Source: an optimization exercise on an open RTL-to-GDS flow (aim: small area, a short achievable clock period and few clock cycles). Production flows keep margins and buffers that such runs may drop. At most, simulation tests tie the RTL to the original design; equivalence was not proved. Function not checked in run 1: the RTL went through the layout flow alone.

==> flow/design.v <==
module crc_unit (
    input  wire        clk,
    input  wire        rst,
    input  wire        req_valid,
    output wire        req_ready,
    input  wire        req_write,
    input  wire        req_wide,
    input  wire [7:0]  req_addr,
    input  wire [63:0] req_wdata,
    output reg         rsp_valid,
    output reg  [63:0] rsp_rdata
);
    localparam [5:0] A_CONFIG    = 6'h00;
    localparam [5:0] A_PRESET    = 6'h01;
    localparam [5:0] A_POLY_LO   = 6'h02;
    localparam [5:0] A_POLY_HI   = 6'h03;
    localparam [5:0] A_INIT_LO   = 6'h04;
    localparam [5:0] A_INIT_HI   = 6'h05;
    localparam [5:0] A_XOR_LO    = 6'h06;
    localparam [5:0] A_XOR_HI    = 6'h07;
    localparam [5:0] A_CONTROL   = 6'h08;
    localparam [5:0] A_STATUS    = 6'h09;
    localparam [5:0] A_FEED8     = 6'h10;
    localparam [5:0] A_FEED16    = 6'h11;
    localparam [5:0] A_FEED32    = 6'h12;
    localparam [5:0] A_FEED32_HI = 6'h13;
    function [63:0] rev64(input [63:0] x);
        integer k;
        for (k = 0; k < 64; k = k + 1) rev64[k] = x[63 - k];
    endfunction
    function [63:0] brev8(input [63:0] x);
        integer k;
        for (k = 0; k < 64; k = k + 1) brev8[k] = x[(k & ~7) + 7 - (k & 7)];
    endfunction
    function [63:0] gtab(input [3:0] code);
        case (code)
            4'd0:    gtab = 64'h4869ec38dea713f0;
            4'd1:    gtab = 64'hb4e5b025f7011640;
            4'd2:    gtab = 64'hb4e5b025f7011640;
            4'd3:    gtab = 64'h9c3e466c172963d4;
            4'd4:    gtab = 64'h9c3e466c172963d4;
            4'd5:    gtab = 64'h859b040b1c581910;
            4'd6:    gtab = 64'h859b040b1c581910;
            4'd7:    gtab = 64'hf0ffebffcfffbffe;
            4'd8:    gtab = 64'h9177298cd0ad51c0;
            default: gtab = 64'h4b68499248ff443e;
        endcase
    endfunction
    reg        rdy;
    reg [2:0]  bcnt;           
    reg        i_v, i_w, i_wide;
    reg [5:0]  i_addr;
    reg [63:0] i_d;
    assign req_ready = rdy;
    wire accept = req_valid && rdy;
    reg [31:0] cfg;
    reg [63:0] poly, init_val, xorout;
    reg        pfresh;         
    reg [3:0]  pcode;
    reg [5:0]  l_sh;           
    reg [63:0] l_P;            
    reg [63:0] l_X;            
    reg        inited;         
    reg        l_refin, l_refout, l_check;
    reg [3:0]  l_n;
    reg        open, done, cfg_err;
    reg [31:0] length;
    reg [63:0] tl;             
    reg [3:0]  tcnt;
    reg [63:0] g;              
    reg [63:0] g_n;            
    reg [63:0] b_g;            
    reg [63:0] b_D;            
    reg [8:0]  eoh;            
    reg        b_init, b_boot, b_fin, b_rd, b_rd_wide;
    reg [5:0]  b_rd_addr;
    reg [63:0] acc;
    reg        pass, fail;
    reg [2:0]  bst;            
    wire [5:0]  hi_addr = i_addr | 6'd1;
    wire        w_lo = i_v && i_w;
    wire        w_hi = i_v && i_w && i_wide;
    wire [31:0] d_lo = i_d[31:0];
    wire [31:0] d_hi = i_d[63:32];
    function wr_at(input [5:0] a, input [5:0] la, input [5:0] ha,
                   input wl, input wh);
        wr_at = (wl && la == a) || (wh && ha == a);
    endfunction
    wire        wr_cfg   = wr_at(A_CONFIG,    i_addr, hi_addr, w_lo, w_hi);
    wire        wr_pre   = wr_at(A_PRESET,    i_addr, hi_addr, w_lo, w_hi);
    wire        wr_pl    = wr_at(A_POLY_LO,   i_addr, hi_addr, w_lo, w_hi);
    wire        wr_ph    = wr_at(A_POLY_HI,   i_addr, hi_addr, w_lo, w_hi);
    wire        wr_il    = wr_at(A_INIT_LO,   i_addr, hi_addr, w_lo, w_hi);
    wire        wr_ih    = wr_at(A_INIT_HI,   i_addr, hi_addr, w_lo, w_hi);
    wire        wr_xl    = wr_at(A_XOR_LO,    i_addr, hi_addr, w_lo, w_hi);
    wire        wr_xh    = wr_at(A_XOR_HI,    i_addr, hi_addr, w_lo, w_hi);
    wire        wr_ctl   = wr_at(A_CONTROL,   i_addr, hi_addr, w_lo, w_hi);
    wire        wr_st    = wr_at(A_STATUS,    i_addr, hi_addr, w_lo, w_hi);
    wire [31:0] d_odd    = w_hi ? d_hi : d_lo;      
    wire [31:0] d_even   = d_lo;                    
    wire [3:0]  pre_code = d_odd[3:0];
    wire        pre_ok   = wr_pre && (pre_code <= 4'd9);
    wire        pre_bad  = wr_pre && (pre_code > 4'd9);
    wire [31:0] ctl_d    = d_even;
    wire        do_init  = wr_ctl && ctl_d[0];
    wire        do_fin   = wr_ctl && !ctl_d[0] && ctl_d[1] && open;
    wire        w1c      = wr_st && d_odd[8];
    wire [6:0] c_width = cfg[6:0];
    wire [1:0] c_mode  = cfg[11:10];
    reg        cf_bad;
    reg [5:0]  cf_sh;
    wire       c_bad   = cf_bad;
    wire [5:0] c_sh    = cf_sh;
    reg [31:0] cfg_n;
    always @(*) begin
        cfg_n = cfg;
        if (wr_cfg) cfg_n = d_even;
        if (pre_ok) begin
            case (pre_code)
                4'd0, 4'd1: begin cfg_n[6:0] = 7'd32; cfg_n[9:8] = 2'b11; end
                4'd2:       begin cfg_n[6:0] = 7'd32; cfg_n[9:8] = 2'b00; end
                4'd3:       begin cfg_n[6:0] = 7'd64; cfg_n[9:8] = 2'b00; end
                4'd4:       begin cfg_n[6:0] = 7'd64; cfg_n[9:8] = 2'b11; end
                4'd5, 4'd6: begin cfg_n[6:0] = 7'd16; cfg_n[9:8] = 2'b00; end
                4'd7:       begin cfg_n[6:0] = 7'd16; cfg_n[9:8] = 2'b11; end
                4'd8:       begin cfg_n[6:0] = 7'd8;  cfg_n[9:8] = 2'b00; end
                default:    begin cfg_n[6:0] = 7'd24; cfg_n[9:8] = 2'b00; end
            endcase
        end
    end
    wire [6:0] n_width = cfg_n[6:0];
    wire [1:0] n_mode  = cfg_n[11:10];
    wire        init_ok = do_init && !c_bad;
    wire        fin_short = do_fin && l_check && (tcnt != l_n);
    wire        fin_ok  = do_fin && !fin_short;
    reg [63:0] nb;
    reg [3:0]  nm;
    always @(*) begin
        nb = 64'd0;
        nm = 4'd0;
        if (w_lo && i_addr == A_FEED8) begin
            if (i_wide) begin
                nb = {i_d[7:0], i_d[39:32], i_d[47:40], 40'd0};
                nm = 4'd3;
            end else begin
                nb = {i_d[7:0], 56'd0};
                nm = 4'd1;
            end
        end else if (w_lo && i_addr == A_FEED16) begin
            if (i_wide) begin
                nb = {i_d[7:0], i_d[15:8], i_d[39:32], i_d[47:40], 32'd0};
                nm = 4'd4;
            end else begin
                nb = {i_d[7:0], i_d[15:8], 48'd0};
                nm = 4'd2;
            end
        end else if (w_lo && (i_addr == A_FEED32 || i_addr == A_FEED32_HI)) begin
            if (i_wide) begin
                nb = {i_d[7:0], i_d[15:8], i_d[23:16], i_d[31:24],
                      i_d[39:32], i_d[47:40], i_d[55:48], i_d[63:56]};
                nm = 4'd8;
            end else begin
                nb = {i_d[7:0], i_d[15:8], i_d[23:16], i_d[31:24], 32'd0};
                nm = 4'd4;
            end
        end
    end
    wire do_feed = open && (nm != 4'd0);
    wire [127:0] c_all = {tl, 64'd0} | ({nb, 64'd0} >> {tcnt, 3'd0});
    wire [3:0]   n_eff = l_check ? l_n : 4'd0;
    wire [4:0]   c_tot = tcnt + nm;
    wire [3:0]   c_e   = (c_tot > n_eff) ? (c_tot - n_eff) : 4'd0;
    wire [127:0] c_sft = c_all << {c_e, 3'd0};
    wire [63:0]  c_top = c_all[127:64];
    wire [63:0] bsh = (init_ok ? poly : init_val) << (init_ok ? c_sh : l_sh);
    reg pfresh_n;
    always @(*) begin
        pfresh_n = pfresh;
        if (wr_cfg && d_even[6:0] != cfg[6:0]) pfresh_n = 1'b0;
        if (wr_pl || wr_ph) pfresh_n = 1'b0;
        if (pre_ok) pfresh_n = 1'b1;
    end
    wire init_acc = accept && req_write && req_addr[7:2] == A_CONTROL && req_wdata[0];
    always @(posedge clk) begin
        i_w    <= req_write;
        i_wide <= req_wide;
        i_addr <= req_addr[7:2];
        i_d    <= req_wdata;
    end
    always @(posedge clk) begin
        if (rst) begin
            rdy    <= 1'b1;
            bcnt   <= 3'd0;
            i_v    <= 1'b0;
        end else begin
            i_v <= accept;
            if (init_acc && !pfresh_n) begin
                bcnt <= 3'd4;
                rdy  <= 1'b0;
            end else if (bcnt != 3'd0) begin
                bcnt <= bcnt - 3'd1;
                rdy  <= (bcnt == 3'd1);
            end
        end
    end
    always @(posedge clk) begin
        if (rst) begin
            cfg      <= 32'h0000_0320;
            cf_bad   <= 1'b0;
            cf_sh    <= 6'd32;
            poly     <= 64'h0000_0000_1EDC_6F41;
            init_val <= 64'h0000_0000_FFFF_FFFF;
            xorout   <= 64'h0000_0000_FFFF_FFFF;
            pfresh   <= 1'b1;
            pcode    <= 4'd0;
            inited   <= 1'b0;
            open     <= 1'b0;
            done     <= 1'b0;
            cfg_err  <= 1'b0;
            length   <= 32'd0;
            b_init   <= 1'b0;
            b_boot   <= 1'b0;
            b_fin    <= 1'b0;
            b_rd     <= 1'b0;
        end else begin
            pfresh <= pfresh_n;
            b_rd   <= i_v && !i_w;
            b_init <= init_ok;
            b_boot <= init_ok && !pfresh;
            b_fin  <= fin_ok && l_check;
            cfg    <= cfg_n;
            cf_bad <= (n_width < 7'd8) || (n_width > 7'd64) ||
                      (n_mode == 2'd3) || (n_mode == 2'd1) ||
                      ((n_mode == 2'd2) && (n_width[2:0] != 3'd0));
            cf_sh  <= 7'd64 - n_width;
            if (wr_pl) poly[31:0]      <= d_even;
            if (wr_ph) poly[63:32]     <= d_odd;
            if (wr_il) init_val[31:0]  <= d_even;
            if (wr_ih) init_val[63:32] <= d_odd;
            if (wr_xl) xorout[31:0]    <= d_even;
            if (wr_xh) xorout[63:32]   <= d_odd;
            if (pre_ok) begin
                pcode <= pre_code;
                case (pre_code)
                    4'd0: begin 
                          poly <= 64'h1EDC_6F41; init_val <= 64'hFFFF_FFFF; xorout <= 64'hFFFF_FFFF; end
                    4'd1: begin 
                          poly <= 64'h04C1_1DB7; init_val <= 64'hFFFF_FFFF; xorout <= 64'hFFFF_FFFF; end
                    4'd2: begin 
                          poly <= 64'h04C1_1DB7; init_val <= 64'hFFFF_FFFF; xorout <= 64'h0; end
                    4'd3: begin 
                          poly <= 64'h42F0_E1EB_A9EA_3693; init_val <= 64'h0; xorout <= 64'h0; end
                    4'd4: begin 
                          poly <= 64'h42F0_E1EB_A9EA_3693; init_val <= {64{1'b1}}; xorout <= {64{1'b1}}; end
                    4'd5: begin 
                          poly <= 64'h1021; init_val <= 64'hFFFF; xorout <= 64'h0; end
                    4'd6: begin 
                          poly <= 64'h1021; init_val <= 64'h0; xorout <= 64'h0; end
                    4'd7: begin 
                          poly <= 64'h8005; init_val <= 64'h0; xorout <= 64'h0; end
                    4'd8: begin 
                          poly <= 64'h07; init_val <= 64'h0; xorout <= 64'h0; end
                    default: begin 
                          poly <= 64'h86_4CFB; init_val <= 64'hB7_04CE; xorout <= 64'h0; end
                endcase
            end
            if (init_ok) begin
                inited   <= 1'b1;
                length   <= 32'd0;
                open     <= 1'b1;
                done     <= 1'b0;
            end else if (fin_ok) begin
                open <= 1'b0;
                done <= 1'b1;
                if (l_check) length <= length - {28'd0, l_n};
            end else if (do_feed) begin
                length <= length + {28'd0, nm};
            end
            if (w1c)
                cfg_err <= 1'b0;
            else if (pre_bad || (do_init && c_bad) || fin_short)
                cfg_err <= 1'b1;
        end
    end
    always @(posedge clk) begin
        if (init_ok) begin
            l_sh     <= c_sh;
            l_P      <= bsh;
            l_X      <= xorout & ({64{1'b1}} >> c_sh);
            l_refin  <= cfg[8];
            l_refout <= cfg[9];
            l_check  <= (c_mode == 2'd2);
            l_n      <= c_width[6:3];
            tl       <= 64'd0;
            tcnt     <= 4'd0;
        end else if (do_feed && !fin_ok && l_check) begin
            tl   <= c_sft[127:64];
            tcnt <= c_tot - c_e;
        end
    end
    always @(posedge clk) begin
        b_D       <= do_feed && !init_ok && !fin_ok ? (l_refin ? brev8(c_top) : c_top) : 64'd0;
        b_rd_addr <= i_addr;
        b_rd_wide <= i_wide;
    end
    wire        booting = (bst != 3'd0);
    wire [63:0] u = acc ^ b_D;
    reg [63:0] vv;
    integer j, i;
    always @(*) begin
        for (j = 0; j < 64; j = j + 1) begin
            vv[63 - j] = 1'b0;
            for (i = 0; i <= j; i = i + 1)
                vv[63 - j] = vv[63 - j] ^ (b_g[j - i] & u[63 - i]);
        end
    end
    reg [63:0] ss, eng;
    integer b, q;
    always @(*) begin
        ss = 64'd0;
        for (q = 0; q <= 8; q = q + 1)
            ss = ss | ({64{eoh[q]}} & (acc << (8 * q)));
        eng = ss;
        for (b = 0; b < 64; b = b + 1)
            eng = eng ^ ({64{vv[b]}} & (l_P << b));
    end
    reg [8:0] eoh_n;
    always @(*) begin
        eoh_n = 9'd0;
        if (b_init && b_boot)  eoh_n[1] = 1'b1;
        else if (bst == 3'd1)  eoh_n[1] = 1'b1;
        else if (bst == 3'd2)  eoh_n[2] = 1'b1;
        else if (bst == 3'd3)  eoh_n[4] = 1'b1;
        else if (do_feed && !init_ok && !fin_ok) eoh_n[c_e] = 1'b1;
        else eoh_n[0] = 1'b1;
    end
    reg [7:0] g0;
    integer m, l;
    always @(*) begin
        g0 = 8'd1;
        for (m = 1; m < 8; m = m + 1) begin
            g0[m] = 1'b0;
            for (l = 1; l <= m; l = l + 1)
                g0[m] = g0[m] ^ (l_P[64 - l] & g0[m - l]);
        end
    end
    integer k;
    wire [63:0] ay  = acc ^ (b_fin ? (l_refout ? brev8(tl) : tl) : 64'd0);
    wire [63:0] res = (l_refout ? rev64(ay) : (ay >> l_sh)) ^ l_X;
    wire        match = (res == 64'd0);
    always @(posedge clk) begin
        if (rst) begin
            pass <= 1'b0;
            fail <= 1'b0;
            bst  <= 3'd0;
            eoh  <= 9'd1;
        end else begin
            eoh <= eoh_n;
            if (b_init) begin
                pass <= 1'b0;
                fail <= 1'b0;
                if (b_boot) bst <= 3'd1;
            end else if (booting) begin
                bst <= (bst == 3'd4) ? 3'd0 : bst + 3'd1;
            end else if (b_fin) begin
                pass <= match;
                fail <= !match;
            end
        end
    end
    always @(*) begin
        g_n = {g[63:1], 1'b1};
        if (b_init && b_boot) begin
            g_n[7:1] = g0[7:1];
        end else if (booting) begin
            for (k = 0; k < 31; k = k + 1) begin
                if (bst == 3'd1 && k < 8)  g_n[1 + k]  = vv[7 - k];
                if (bst == 3'd2 && k < 8)  g_n[9 + k]  = vv[7 - k];
                if (bst == 3'd3 && k < 16) g_n[17 + k] = vv[15 - k];
                if (bst == 3'd4)           g_n[33 + k] = vv[31 - k];
            end
        end
        if (init_ok && pfresh) g_n = gtab(pcode) | 64'd1;
    end
    reg [63:0] b_g_n;
    always @(*) begin
        b_g_n = 64'd0;
        for (q = 1; q <= 8; q = q + 1)
            b_g_n = b_g_n | ({64{eoh_n[q]}} & (g_n << (64 - 8 * q)));
    end
    always @(posedge clk) begin
        g   <= g_n;
        b_g <= b_g_n;
        if (b_init) begin
            if (b_boot) acc <= l_P;
            else        acc <= bsh;
        end else if (booting) begin
            acc <= (bst == 3'd4) ? bsh : eng;
        end else begin
            acc <= eng;
        end
    end
    wire [63:0] result = inited ? res : 64'd0;
    wire [31:0] status_word = {23'd0, cfg_err, 4'd0, fail, pass, done, 1'b0};
    function [31:0] rword(input [5:0] a);
        case (a)
            6'h00: rword = cfg;
            6'h02: rword = poly[31:0];
            6'h03: rword = poly[63:32];
            6'h04: rword = init_val[31:0];
            6'h05: rword = init_val[63:32];
            6'h06: rword = xorout[31:0];
            6'h07: rword = xorout[63:32];
            6'h09: rword = status_word;
            6'h0A: rword = result[31:0];
            6'h0B: rword = result[63:32];
            6'h0C: rword = length;
            default: rword = 32'd0;
        endcase
    endfunction
    always @(posedge clk) begin
        if (rst) rsp_valid <= 1'b0;
        else     rsp_valid <= b_rd;
        rsp_rdata <= {b_rd_wide ? rword(b_rd_addr | 6'd1) : 32'd0,
                      rword(b_rd_addr)};
    end
endmodule
==> flow/flow/run.sh <==
#!/bin/bash
set -euo pipefail
MARGIN=14.5
bash standard.sh "SETUP_SLACK_MARGIN=${MARGIN}" finish > standard.log 2>&1
==> flow/standard.sh <==
#!/bin/bash
# synth_recipe.tcl (not shown) runs the flow's synth.tcl, then flattens the netlist and writes it again
# the make line also repeats each setting of config.mk as NAME=value (left out here)
make -C /OpenROAD-flow-scripts/flow DESIGN_CONFIG=/design/flow/config.mk WORK_HOME=/design/flow/orfs CLKGATE_MAP_FILE= SYNTH_SCRIPT=/design/flow/synth_recipe.tcl "${@:-finish}"
==> flow/config.mk <==
export PLATFORM = sky130hd
export DESIGN_NAME = crc_unit
export DESIGN_NICKNAME = crc_unit
export VERILOG_FILES = /design/flow/design.v
export SDC_FILE = /design/flow/constraint.sdc
export NUM_CORES = 4
export LEC_CHECK = 0
export CAP_MARGIN = 20
export CORE_MARGIN = 2
export CORE_UTILIZATION = 40
export PLACE_DENSITY = 0.6
export SLEW_MARGIN = 30
==> flow/constraint.sdc <==
create_clock -name core_clock -period 20.0 [get_ports {clk}]
set_input_delay 4.0000 -clock core_clock [delete_from_list [all_inputs] [get_ports {clk}]]
set_output_delay 4.0000 -clock core_clock [all_outputs]
set_load 0.01 [all_outputs]
==> results.toml, run 1 <==
[layout]
layout.cells.most_common = "nand2_1"
final_cell_mix = "nand2_1, xnor2_1, nor2_1"
fin_cells = 19663
seq_area_sq_um = 20300
drive_gt1_share_pct = 9.06
final_util_pct = 44.5
fin_nets = 15923
nFillCells = 29035
multi_input_area_sq_um = 91100
syn2layout_area_growth_pct = 10.9

[timing]
fin_skew_ps = 64.1
finalHoldViolations = 0
rsz0062_at_grt = "true"
relSlewSlack_pct = 21.9
worst_slew_pin_slew_ps = 1170
min_period_over_period_pct = 28.1
setup_slack_ps = 14390
hold_ws_ps = 397
report.final.slew_viol_count = 0
final.min_clock_period_ps = 5610
setup-violations-final = 0
fin_setup_tns_ps = 0
max_freq_ghz = 0.178

[worst_setup_path]
worst-path-max-fanout = 37
critPathMaxStageDelay_ps = 640
cp_top_family = "XOR/XNOR gates"
end_kind = "flop"
cp_num_buf_inv = 2
r2r_start = "b_D[36]"
slowest_stage = "xnor3_4"
required_ps = 20680
reg2reg_slack_ps = 14390
critPathLaunch = "b_D[36]"
start_kind = "flop"
path_class = "reg -> reg"
critPathArrivalTime_ps = 6300
path_cells = "xor2_4 > buf_6 > nand2_1 > xnor2_1 > xnor2_1 > xnor3_1 > xnor3_1 > xnor3_4 > buf_6 > nand2_1 > xor2_1 > xnor2_1 > xnor3_1 > xnor2_2 > xnor2_4 > xnor2_2 > mux2i_1 > o21ai_1"

[floorplanning]
design.core.area_sq_um = 287000
die_x_um = 541
initial_utilization_pct = 40.1
rows = 197
io_pins = 143
die_h_um = 541
fp.dieArea_sq_um = 293000

[place]
place_inst = 19329
pre_cts_ws_ps = 12570
gp_congestion = 1.09
port_buffers = 140
post-dp-hpwl_um = 381000

[clocking]
cts_tree = "yes"
ctsHoldBuffers = 0
cts_root_buf = "clkbuf_16"
clkLatencyLatePin_ps = 800
numCtsBuffers = 102
clock-sinks = 940
cts_buffer_depth = 3
path_clk_slew_ps = 60
htree_num_levels = 3

[synthesis]
synth_edf_count = 135
ys_async_sr_fraction_pct = 0
postSynthCellCount = 16385
synth_top_area_share_pct = 23.6
synth_top_area_cell = "xnor2_1"
ys_seq_elements = 940
netlist_area_sq_um = 115000
synth.avg_cell_area_sq_um = 7.04
synth-main-ff-cell = "dfxtp_1"
yosysUniqueCellTypes = 80
seq_area_frac_synth_pct = 17.5
synth_warnings = 62
synth.area.top_cells = "xnor2_1, nand2_1, dfxtp_1"
synth_fp_nets = 16532

[routing]
post_drt_wl_per_cell_um = 30.8
drt_iter0_drc = 23286
postRouteAntennaNets = 0
vias = 122898
drt_pass1_iterations = 14
vias_per_cell = 6.25
wirelength_um = 605000
drc = 0

[worst_hold_path]
hp-start = "i_addr[5]"
hp-class = "reg -> reg"

[global_route]
grt_pass1_wl_um = 843000
grt_pass1_vias = 110634
antenna_found_initial = 14
grt-ovfl-total = 0
track_usage_pct = 39.4
grt_max_degree = 178

[status]
status = "finished clean"

[job]
max-cap-violations = 0
==> per-stage QoR <==
stage | instance area [sq um]
after CTS | 126000
after floorplan | 115000
final | 128000
after detailed placement | 121000
after global placement | 121000
after global routing | 128000
==> Yosys cell counts, drive strengths merged (167+ instances only) <==
library cell,count
a21oi,596
nand2,4658
dfxtp,805
o21ai,481
a211oi,278
a22oi,167
nor2,1253
buf,613
clkbuf,875
xnor2,3118
mux2i,541
xor2,991
==> registers in the layout, summed over array words and instances, names as in the netlist, 64 cells and up, named ones only <==
| name | cells |
|---|---|
| acc | 64 |
| b_D | 64 |
| b_g | 64 |
| i_d | 64 |
| init_val | 64 |
| l_P | 64 |
| l_X | 64 |
| poly | 64 |
| rsp_rdata | 64 |
| tl | 64 |
| xorout | 64 |
==> worst paths after layout <==
kind	cells past startpoint	to
worst min register to register	0	b_rd_addr[5]
worst min-delay path	0	b_rd_addr[5]
worst max register to register	18	acc[46]
worst max-delay path	18	acc[46]
==> metal layers <==
layer / track usage, % / routed length [um] / vias to the layer above
met4: 33.4 / 65200 / 12
met3: 13.5 / 92600 / 3064
met1: 48.2 / 212000 / 56799
met2: 54.9 / 235000 / 11059
li1: - / - / 51964
met5: 0.230 / 244 / -
==> kinds of logic (layout without fill, tap and decap cells) <==
| logic type | count (synthesis) | after routing | synth area share, % |
|---|---|---|---|
| muxes | 715 | 715 | 6.79 |
| xor gates and xnor gates | 4241 | 4243 | 34.0 |
| DFF | 940 | 940 | 17.5 |
| AOI/OAI and AO/OA | 2278 | 2278 | 12.9 |
| and+or+nand+nor | 6516 | 6517 | 22.3 |
| other | 0 | 16 | 0 |
| adders and majority gates | 70 | 70 | 0.786 |
| buffers and inverters | 1625 | 1103 | 5.74 |
==> cell type report <==
cell class / instances / area share (%)
timing repair buffer: 768 / 5.91
timing repair inverter: 4 / 0.0225
sequential: 940 / 15.9
antenna: 16 / 0.0313
clock inverter: 74 / 0.657
clock buffer: 120 / 2.13
multi-input combinational: 13823 / 71.2
inverter: 137 / 0.464
tap: 3781 / 3.70
==> timing repair <==
action,4_1_cts,5_1_grt
setup endpoints to repair,357,210
hold endpoints to repair,0,0
setup buffers,58,40
gates resized for setup,353,277
pin swaps,28,32
gates cloned,8,9
==> run 2, diff against run 1 <==
--- a/flow/design.v
+++ b/flow/design.v
@@ -68,4 +68,5 @@
     reg [63:0] tl;             
     reg [3:0]  tcnt;
+    reg [8:0]  gap_oh;         
     reg [63:0] g;              
     reg [63:0] g_n;            
@@ -132,5 +133,5 @@
     wire [1:0] n_mode  = cfg_n[11:10];
     wire        init_ok = do_init && !c_bad;
-    wire        fin_short = do_fin && l_check && (tcnt != l_n);
+    wire        fin_short = do_fin && l_check && !gap_oh[0];
     wire        fin_ok  = do_fin && !fin_short;
     reg [63:0] nb;
@@ -168,8 +169,28 @@
     wire do_feed = open && (nm != 4'd0);
     wire [127:0] c_all = {tl, 64'd0} | ({nb, 64'd0} >> {tcnt, 3'd0});
-    wire [3:0]   n_eff = l_check ? l_n : 4'd0;
+    reg [8:0]   e_oh, gap_n;
+    integer mm, gg;
+    always @(*) begin
+        e_oh  = 9'd0;
+        gap_n = 9'd0;
+        for (mm = 1; mm <= 8; mm = mm + 1)
+            for (gg = 0; gg <= 8; gg = gg + 1)
+                if (nm == mm && gap_oh[gg]) begin
+                    e_oh[(mm > gg) ? mm - gg : 0]  = 1'b1;
+                    gap_n[(gg > mm) ? gg - mm : 0] = 1'b1;
+                end
+    end
+    reg [3:0] c_e;
+    reg [127:0] c_sft;
+    always @(*) begin
+        c_e   = 4'd0;
+        c_sft = 128'd0;
+        for (mm = 0; mm <= 8; mm = mm + 1)
+            if (e_oh[mm]) begin
+                c_e   = c_e | mm;
+                c_sft = c_sft | (c_all << (8 * mm));
+            end
+    end
     wire [4:0]   c_tot = tcnt + nm;
-    wire [3:0]   c_e   = (c_tot > n_eff) ? (c_tot - n_eff) : 4'd0;
-    wire [127:0] c_sft = c_all << {c_e, 3'd0};
     wire [63:0]  c_top = c_all[127:64];
     wire [63:0] bsh = (init_ok ? poly : init_val) << (init_ok ? c_sh : l_sh);
@@ -188,6 +209,10 @@
         i_d    <= req_wdata;
     end
+    reg rst_q;
+    always @(posedge clk) rst_q <= rst;
     always @(posedge clk) begin
         if (rst) begin
+            rdy    <= 1'b0;
+        end else if (rst_q) begin
             rdy    <= 1'b1;
             bcnt   <= 3'd0;
@@ -196,5 +221,5 @@
             i_v <= accept;
             if (init_acc && !pfresh_n) begin
-                bcnt <= 3'd4;
+                bcnt <= 3'd3;
                 rdy  <= 1'b0;
             end else if (bcnt != 3'd0) begin
@@ -205,5 +230,5 @@
     end
     always @(posedge clk) begin
-        if (rst) begin
+        if (rst_q) begin
             cfg      <= 32'h0000_0320;
             cf_bad   <= 1'b0;
@@ -273,8 +298,7 @@
                 open <= 1'b0;
                 done <= 1'b1;
-                if (l_check) length <= length - {28'd0, l_n};
-            end else if (do_feed) begin
-                length <= length + {28'd0, nm};
             end
+            if (!init_ok && ((fin_ok && l_check) || do_feed))
+                length <= length + (fin_ok ? ~{28'd0, l_n} + 32'd1 : {28'd0, nm});
             if (w1c)
                 cfg_err <= 1'b0;
@@ -294,16 +318,20 @@
             tl       <= 64'd0;
             tcnt     <= 4'd0;
+            gap_oh   <= (c_mode == 2'd2) ? (9'd1 << c_width[6:3]) : 9'd1;
         end else if (do_feed && !fin_ok && l_check) begin
             tl   <= c_sft[127:64];
-            tcnt <= c_tot - c_e;
+            tcnt   <= c_tot - c_e;
+            gap_oh <= gap_n;
         end
     end
+    wire [63:0] b_D_n = do_feed ? (l_refin ? brev8(c_top) : c_top) : 64'd0;
     always @(posedge clk) begin
-        b_D       <= do_feed && !init_ok && !fin_ok ? (l_refin ? brev8(c_top) : c_top) : 64'd0;
+        b_D       <= b_D_n;
         b_rd_addr <= i_addr;
         b_rd_wide <= i_wide;
     end
     wire        booting = (bst != 3'd0);
-    wire [63:0] u = acc ^ b_D;
+    wire [63:0] u = acc;
+    wire [63:0] crc = acc ^ b_D;
     reg [63:0] vv;
     integer j, i;
@@ -320,5 +348,5 @@
         ss = 64'd0;
         for (q = 0; q <= 8; q = q + 1)
-            ss = ss | ({64{eoh[q]}} & (acc << (8 * q)));
+            ss = ss | ({64{eoh[q]}} & (crc << (8 * q)));
         eng = ss;
         for (b = 0; b < 64; b = b + 1)
@@ -328,20 +356,30 @@
     always @(*) begin
         eoh_n = 9'd0;
-        if (b_init && b_boot)  eoh_n[1] = 1'b1;
-        else if (bst == 3'd1)  eoh_n[1] = 1'b1;
-        else if (bst == 3'd2)  eoh_n[2] = 1'b1;
-        else if (bst == 3'd3)  eoh_n[4] = 1'b1;
-        else if (do_feed && !init_ok && !fin_ok) eoh_n[c_e] = 1'b1;
+        if (b_init && b_boot)  eoh_n[2] = 1'b1;
+        else if (bst == 3'd1)  eoh_n[2] = 1'b1;
+        else if (bst == 3'd2)  eoh_n[4] = 1'b1;
+        else if (do_feed) eoh_n = e_oh;
         else eoh_n[0] = 1'b1;
     end
-    reg [7:0] g0;
+    reg [15:0] cz;             
+    reg [15:0] g2, g4, g8, g0;
     integer m, l;
     always @(*) begin
-        g0 = 8'd1;
-        for (m = 1; m < 8; m = m + 1) begin
-            g0[m] = 1'b0;
-            for (l = 1; l <= m; l = l + 1)
-                g0[m] = g0[m] ^ (l_P[64 - l] & g0[m - l]);
-        end
+        cz = {l_P[49], l_P[50], l_P[51], l_P[52], l_P[53], l_P[54], l_P[55],
+              l_P[56], l_P[57], l_P[58], l_P[59], l_P[60], l_P[61], l_P[62],
+              l_P[63], 1'b1};
+        g2 = {14'd0, cz[1], 1'b1};
+        g4 = 16'd0;
+        for (m = 0; m < 4; m = m + 1)
+            for (l = 0; 2 * l <= m; l = l + 1)
+                g4[m] = g4[m] ^ (g2[l] & cz[m - 2 * l]);
+        g8 = 16'd0;
+        for (m = 0; m < 8; m = m + 1)
+            for (l = 0; 2 * l <= m; l = l + 1)
+                g8[m] = g8[m] ^ (g4[l] & cz[m - 2 * l]);
+        g0 = 16'd0;
+        for (m = 0; m < 16; m = m + 1)
+            for (l = 0; 2 * l <= m; l = l + 1)
+                g0[m] = g0[m] ^ (g8[l] & cz[m - 2 * l]);
     end
     integer k;
@@ -350,5 +388,5 @@
     wire        match = (res == 64'd0);
     always @(posedge clk) begin
-        if (rst) begin
+        if (rst_q) begin
             pass <= 1'b0;
             fail <= 1'b0;
@@ -362,5 +400,5 @@
                 if (b_boot) bst <= 3'd1;
             end else if (booting) begin
-                bst <= (bst == 3'd4) ? 3'd0 : bst + 3'd1;
+                bst <= (bst == 3'd3) ? 3'd0 : bst + 3'd1;
             end else if (b_fin) begin
                 pass <= match;
@@ -372,11 +410,10 @@
         g_n = {g[63:1], 1'b1};
         if (b_init && b_boot) begin
-            g_n[7:1] = g0[7:1];
+            g_n[15:1] = g0[15:1];
         end else if (booting) begin
             for (k = 0; k < 31; k = k + 1) begin
-                if (bst == 3'd1 && k < 8)  g_n[1 + k]  = vv[7 - k];
-                if (bst == 3'd2 && k < 8)  g_n[9 + k]  = vv[7 - k];
-                if (bst == 3'd3 && k < 16) g_n[17 + k] = vv[15 - k];
-                if (bst == 3'd4)           g_n[33 + k] = vv[31 - k];
+                if (bst == 3'd1 && k < 16) g_n[1 + k]  = vv[15 - k];
+                if (bst == 3'd2 && k < 16) g_n[17 + k] = vv[15 - k];
+                if (bst == 3'd3)           g_n[33 + k] = vv[31 - k];
             end
         end
@@ -393,10 +430,10 @@
         b_g <= b_g_n;
         if (b_init) begin
-            if (b_boot) acc <= l_P;
-            else        acc <= bsh;
+            if (b_boot) acc <= l_P ^ b_D_n;
+            else        acc <= bsh ^ b_D_n;
         end else if (booting) begin
-            acc <= (bst == 3'd4) ? bsh : eng;
+            acc <= ((bst == 3'd3) ? bsh : eng) ^ b_D_n;
         end else begin
-            acc <= eng;
+            acc <= eng ^ b_D_n;
         end
     end
@@ -420,5 +457,5 @@
     endfunction
     always @(posedge clk) begin
-        if (rst) rsp_valid <= 1'b0;
+        if (rst || rst_q) rsp_valid <= 1'b0;
         else     rsp_valid <= b_rd;
         rsp_rdata <= {b_rd_wide ? rword(b_rd_addr | 6'd1) : 32'd0,
==> flow/flow/run.sh (replaced) <==
#!/bin/bash
set -euo pipefail
MARGIN=14.72
bash standard.sh "SETUP_SLACK_MARGIN=${MARGIN}" finish > standard.log 2>&1
==> results.toml, run 2 <==
[routing]
post_drt_wl_per_cell_um = 32.0
wirelength_um = 629000
postRouteAntennaNets = 0
drt_iter0_drc = 24593
drt_pass1_iterations = 16
drc = 0
vias = 125614
vias_per_cell = 6.40

[global_route]
grt_pass1_wl_um = 871000
track_usage_pct = 40.7
grt-ovfl-total = 0
grt_max_degree = 84
antenna_found_initial = 26
grt_pass1_vias = 112526

[timing]
relSlewSlack_pct = 17.0
min_period_over_period_pct = 27.4
setup-violations-final = 0
final.min_clock_period_ps = 5490
max_freq_ghz = 0.182
fin_setup_tns_ps = 0
report.final.slew_viol_count = 0
fin_skew_ps = 57.8
setup_slack_ps = 14510
rsz0062_at_grt = "true"
finalHoldViolations = 0
worst_slew_pin_slew_ps = 1230

[synthesis]
postSynthCellCount = 16321
ys_seq_elements = 950
seq_area_frac_synth_pct = 17.7
netlist_area_sq_um = 116000
synth_top_area_cell = "xnor2_1"
synth_warnings = 31
synth-main-ff-cell = "dfxtp_1"
synth.avg_cell_area_sq_um = 7.10
synth_top_area_share_pct = 23.1
synth_fp_nets = 16461
synth.most_common_cell = "nand2_1"
synth.area.top_cells = "xnor2_1, nand2_1, dfxtp_1"
synth_commonest_cells = "nand2_1, xnor2_1, xor2_1, nor2_1, dfxtp_1"
synth_edf_count = 148
yosysUniqueCellTypes = 84
ys_async_sr_fraction_pct = 0

[clocking]
cts_buffer_depth = 3
cts_root_buf = "clkbuf_16"
path_clk_slew_ps = 70
cts_tree = "yes"
htree_num_levels = 3
clock-sinks = 950
numCtsBuffers = 103
clkLatencyLatePin_ps = 810

[floorplanning]
die_x_um = 542
io_pins = 143
initial_utilization_pct = 40.2
die_h_um = 542
rows = 197
fp.dieArea_sq_um = 294000
design.core.area_sq_um = 288000

[worst_setup_path]
required_ps = 20700
slowest_stage = "xnor2_2"
critPathArrivalTime_ps = 6190
crit_top_cell = "xnor2_1"
worst-path-max-fanout = 34
end_kind = "flop"
path_class = "reg -> reg"
start_kind = "flop"
critPathMaxStageDelay_ps = 570
path_cells = "buf_12 > buf_8 > nand2_1 > xnor2_1 > xnor2_1 > xnor2_1 > xnor3_1 > xnor3_2 > buf_8 > buf_12 > nand2_1 > xnor2_1 > xnor2_1 > xnor2_1 > xnor2_2 > xnor3_2 > o221ai_4 > xnor2_1"

[place]
pre_cts_ws_ps = 13020
post-dp-hpwl_um = 389000
gp_congestion = 1.03
place_inst = 19251
place_area_sq_um = 120000
port_buffers = 140

[layout]
fin_cells = 19628
nFillCells = 29007
fin_area_sq_um = 129000
final_util_pct = 44.7
drive_gt1_share_pct = 9.95
layout.cells.most_common = "nand2_1"
seq_area_sq_um = 20800
final_cell_mix = "nand2_1, xnor2_1, xor2_1"
multi_input_area_sq_um = 90700
syn2layout_area_growth_pct = 11.2
fin_nets = 15868

[status]
status = "finished clean"

[job]
max-cap-violations = 0

[worst_hold_path]
hp-class = "reg -> reg"
-- run 2: cell count changes after synthesis, moves of 80 or more --
| cell | previous run | this run |
|---|---|---|
| clkbuf_1 | 867 | 758 |
| o221ai_1 | 32 | 116 |
| o22ai_1 | 89 | 221 |
| nor2_1 | 1253 | 930 |
| xor2_1 | 973 | 1074 |
| nand2_1 | 4658 | 4888 |
| a211oi_1 | 278 | 198 |
| buf_2 | 344 | 473 |
| mux2i_1 | 541 | 453 |
-- run 2: path summary, 6_finish.rpt --
kind | startpoint | end | slack, ps | cells after the start
min reg2reg | cfg[14] | cfg[14] | 460 | 2
max | acc[48] | acc[54] | 14510 | 18
min | cfg[14] | cfg[14] | 460 | 2
max reg2reg | acc[48] | acc[54] | 14510 | 18
-- run 2: logic make-up after synthesis --
| family | Yosys count | share of synthesized area (%) |
|---|---|---|
| xor+xnor | 4282 | 34.2 |
| compound gates | 2373 | 13.4 |
| simple gates | 6411 | 21.9 |
| mux | 619 | 6.09 |
| buf+inv | 1622 | 5.96 |
| fa+ha+maj | 64 | 0.715 |
| flops | 950 | 17.7 |
-- run 2: layout make-up --
type / count / area share [%]
repair inverters: 1 / 0.00680
diodes: 32 / 0.0622
well taps: 3781 / 3.67
repair buffers: 815 / 6.48
clock inverters: 49 / 0.490
inverters: 105 / 0.330
multi-input cells: 13752 / 70.4
flip-flops and latches: 950 / 16.1
clock buffers: 143 / 2.40
-- run 2: repair_timing --
action	4_1_cts	5_1_grt
setup buffers	53	79
pin swaps	35	46
hold buffers	0	0
setup endpoints to repair	192	119
cloned	8	8
resized for setup	747	313
-- run 2: routing by layer --
metal,vias to the layer above,routed length (um),share of wire (%),track usage [%]
met2,11974,240000,38,55.3
met1,58360,222000,35,50.9
li1,52086,-,-,-
met3,3168,104000,17,16.0
met4,26,62100,9.9,31.6
met5,-,352,0.056,0.444
-- run 2: worst max-delay path, delay by kind of cell, from the launching register on --
kind,cells,cell delay (ps)
simple gates,2,210
xor+xnor,11,2950
flops,1,340
buf+inv,4,1150
compound gates,1,370
-- run 2: per-stage QoR --
stage               hold slack [ps]
floorplan                       329
global placement                398
detailed placement              409
CTS                             434
global route                    474
finish                          460
Testbench counts of run 2, summed over its fixed seeds: cycles 8,394.
==> run 3, diff against run 2 <==
--- a/flow/config.mk
+++ b/flow/config.mk
@@ -9,4 +9,4 @@
 export CORE_MARGIN = 2
 export CORE_UTILIZATION = 40
-export PLACE_DENSITY = 0.6
+export PLACE_DENSITY = 0.68
 export SLEW_MARGIN = 30
==> results.toml, run 3 <==
[status]
status = "finished clean"

[job]
max-cap-violations = 0

[routing]
wirelength_um = 615000
drc = 0
highest_layer = "met5"
wl_met1_um = 207000
wl_met2_um = 227000
vias = 127593
vias_per_cell = 6.53
drt_pass1_iterations = 17
post_drt_wl_per_cell_um = 31.5
postRouteAntennaNets = 0
drt_iter0_drc = 26205
dr_wl_met3_um = 114000

[timing]
finalHoldViolations = 0
max_freq_ghz = 0.182
relSlewSlack_pct = 14.5
rsz0062_at_grt = "true"
min_period_over_period_pct = 27.5
setup-violations-final = 0
final.min_clock_period_ps = 5500
worst_slew_pin_slew_ps = 1280
setup_slack_ps = 14500
hold_ws_ps = 408
fin_skew_ps = 65.4
fin_setup_tns_ps = 0
report.final.slew_viol_count = 0

[global_route]
grt_max_degree = 93
track_usage_pct = 39.2
grt_pass1_vias = 113268
grt-ovfl-total = 0
antenna_found_initial = 36
grt_pass1_wl_um = 844000

[synthesis]
synth.area.top_cells = "xnor2_1, nand2_1, dfxtp_1"
synth-adder-area-share_pct = 0.715
synth_commonest_cells = "nand2_1, xnor2_1, xor2_1, nor2_1, dfxtp_1"
synth_top_family_by_area = "XOR/XNOR gates"
synth_top_area_cell = "xnor2_1"
synth_warnings = 31
synth_top_area_share_pct = 23.1
yosysUniqueCellTypes = 84
synth-compound-area-share_pct = 13.4
postSynthCellCount = 16321
seq_area_frac_synth_pct = 17.7
yosys.area_share.xor_xnor_pct = 34.2
synth_fp_nets = 16461
synth-simple-area-share_pct = 21.9
ys_async_sr_fraction_pct = 0
synth.most_common_cell = "nand2_1"
synthMuxAreaShare_pct = 6.09
synth_edf_count = 148
synth.avg_cell_area_sq_um = 7.10
netlist_area_sq_um = 116000
ys_seq_elements = 950
synth-main-ff-cell = "dfxtp_1"

[place]
post-dp-hpwl_um = 371000
place_inst = 19200
port_buffers = 140
place_area_sq_um = 120000
gp_congestion = 1.07
pre_cts_ws_ps = 12920

[floorplanning]
die_x_um = 542
rows = 197
design.core.area_sq_um = 288000
die_h_um = 542
fp.dieArea_sq_um = 294000
initial_utilization_pct = 40.2
io_pins = 143

[clocking]
numCtsBuffers = 102
clkLatencyLatePin_ps = 830
cts_buffer_depth = 3
clock-sinks = 950
path_clk_slew_ps = 70
cts_root_buf = "clkbuf_16"
htree_num_levels = 3
ctsHoldBuffers = 0
cts_tree = "yes"

[layout]
multi_input_area_sq_um = 90400
final_cell_mix = "nand2_1, xnor2_1, xor2_1"
drive_gt1_share_pct = 9.29
fin_cells = 19550
syn2layout_area_growth_pct = 10.4
fin_nets = 15799
nFillCells = 28593
seq_area_sq_um = 20800
layout.cells.most_common = "nand2_1"
fin_area_sq_um = 128000

[worst_setup_path]
worst-path-max-fanout = 31
required_ps = 20670
path_class = "reg -> reg"
start_kind = "flop"
critPathArrivalTime_ps = 6180
end_kind = "flop"

[worst_hold_path]
hp-class = "reg -> reg"
run 3: cell counts after synthesis:
Identical to the previous run, type by type.
run 3: cell families (layout without fill, tap and decap cells):
group	count (synthesis)	count (layout)
compound gates	2373	2373
fa+ha+maj	64	64
buf+inv	1622	1040
other cells	0	29
simple gates	6411	6412
flops	950	950
xor+xnor	4282	4282
mux	619	619
run 3: area by class of cell:
cell class	instances	area share (%)
Inverter	105	0.334
Sequential cell	950	16.2
Clock buffer	153	2.39
Multi-Input combinational cell	13750	70.7
Tap cell	3781	3.70
Antenna cell	29	0.0567
Timing Repair Buffer	750	6.27
Clock inverter	32	0.295
run 3: worst paths after layout:
| path | slack (ps) | depth (start not counted) | to | from |
|---|---|---|---|---|
| max | 14500 | 19 | fail | l_refout |
| min | 410 | 0 | b_rd_addr[5] | i_addr[5] |
| max reg2reg | 14500 | 19 | fail | l_refout |
| min reg2reg | 410 | 0 | b_rd_addr[5] | i_addr[5] |
run 3: metrics by stage:
stage          utilization [%]
2_1_floorplan                -
3_3_place_gp              41.5
3_5_place_dp              41.5
4_1_cts                   43.5
5_1_grt                   44.4
6_report                  44.4
run 3: worst max-delay path, stage by stage, from the launching register on:
cell	delay [ps]
edfxtp_1	390
buf_4	140
buf_12	110
bufbuf_16	380
mux2i_1	370
nor2_1	90
xnor2_1	700
mux4_2	440
mux2i_1	120
nand2_1	110
and3_1	170
a211oi_1	50
a211oi_1	270
a21oi_1	90
xnor2_1	940
nand4_1	190
or3_1	390
nor4_4	140
buf_4	200
nor4_1	50
run 3: repair_timing:
action                                  in CTS  in global routing
pin swaps                                   18                 36
gates cloned                                 7                 18
buffers inserted                            45                 59
endpoints found under the setup margin     189                119
gates resized for setup                    692                330
run 3: routing by layer:
layer	track usage (%)	vias to the layer above
li1	-	51958
met1	47.6	58449
met2	52.0	13125
met3	18.6	4028
met4	31.0	33
met5	0.230	-

==> static timing again, ports no longer ideal <==
How much do the figures lean on ideal ports? The routed layouts below were timed once more, with nothing changed but the port constraints.
Step 1 assumes that a clkbuf_16 drives the clock port and a buf_2 every other input.
Step 2, shift: input delay + t, output delay - t, t = (earliest + latest rising clock arrival at the registers) / 2. This alone moves slack from input paths to output paths.
Three values: no drivers, after step 1, after step 2; two values: the first two.
| run | t, ns | setup slack, ns | hold WS [ns] | worst setup path at the end | cell pins on the clock port's net |
|---|---|---|---|---|---|
| run 1 | 0.858 | 14.389 / 14.389 / 13.819 | 0.397 / 0.397 / 0.397 | input to register | 1 |
| run 2 | 0.875 | 14.512 / 14.512 / 14.069 | 0.460 / 0.460 / 0.460 | input to register | 1 |
| run 3 | 0.877 | 14.497 / 14.497 / 14.056 | 0.408 / 0.408 / 0.408 | input to register | 1 |
After both steps setup and hold are still met in every run listed. For run 1, which loses most, drivers alone change the setup slack by 0.000 ns; drivers and shift together by -0.570 ns.
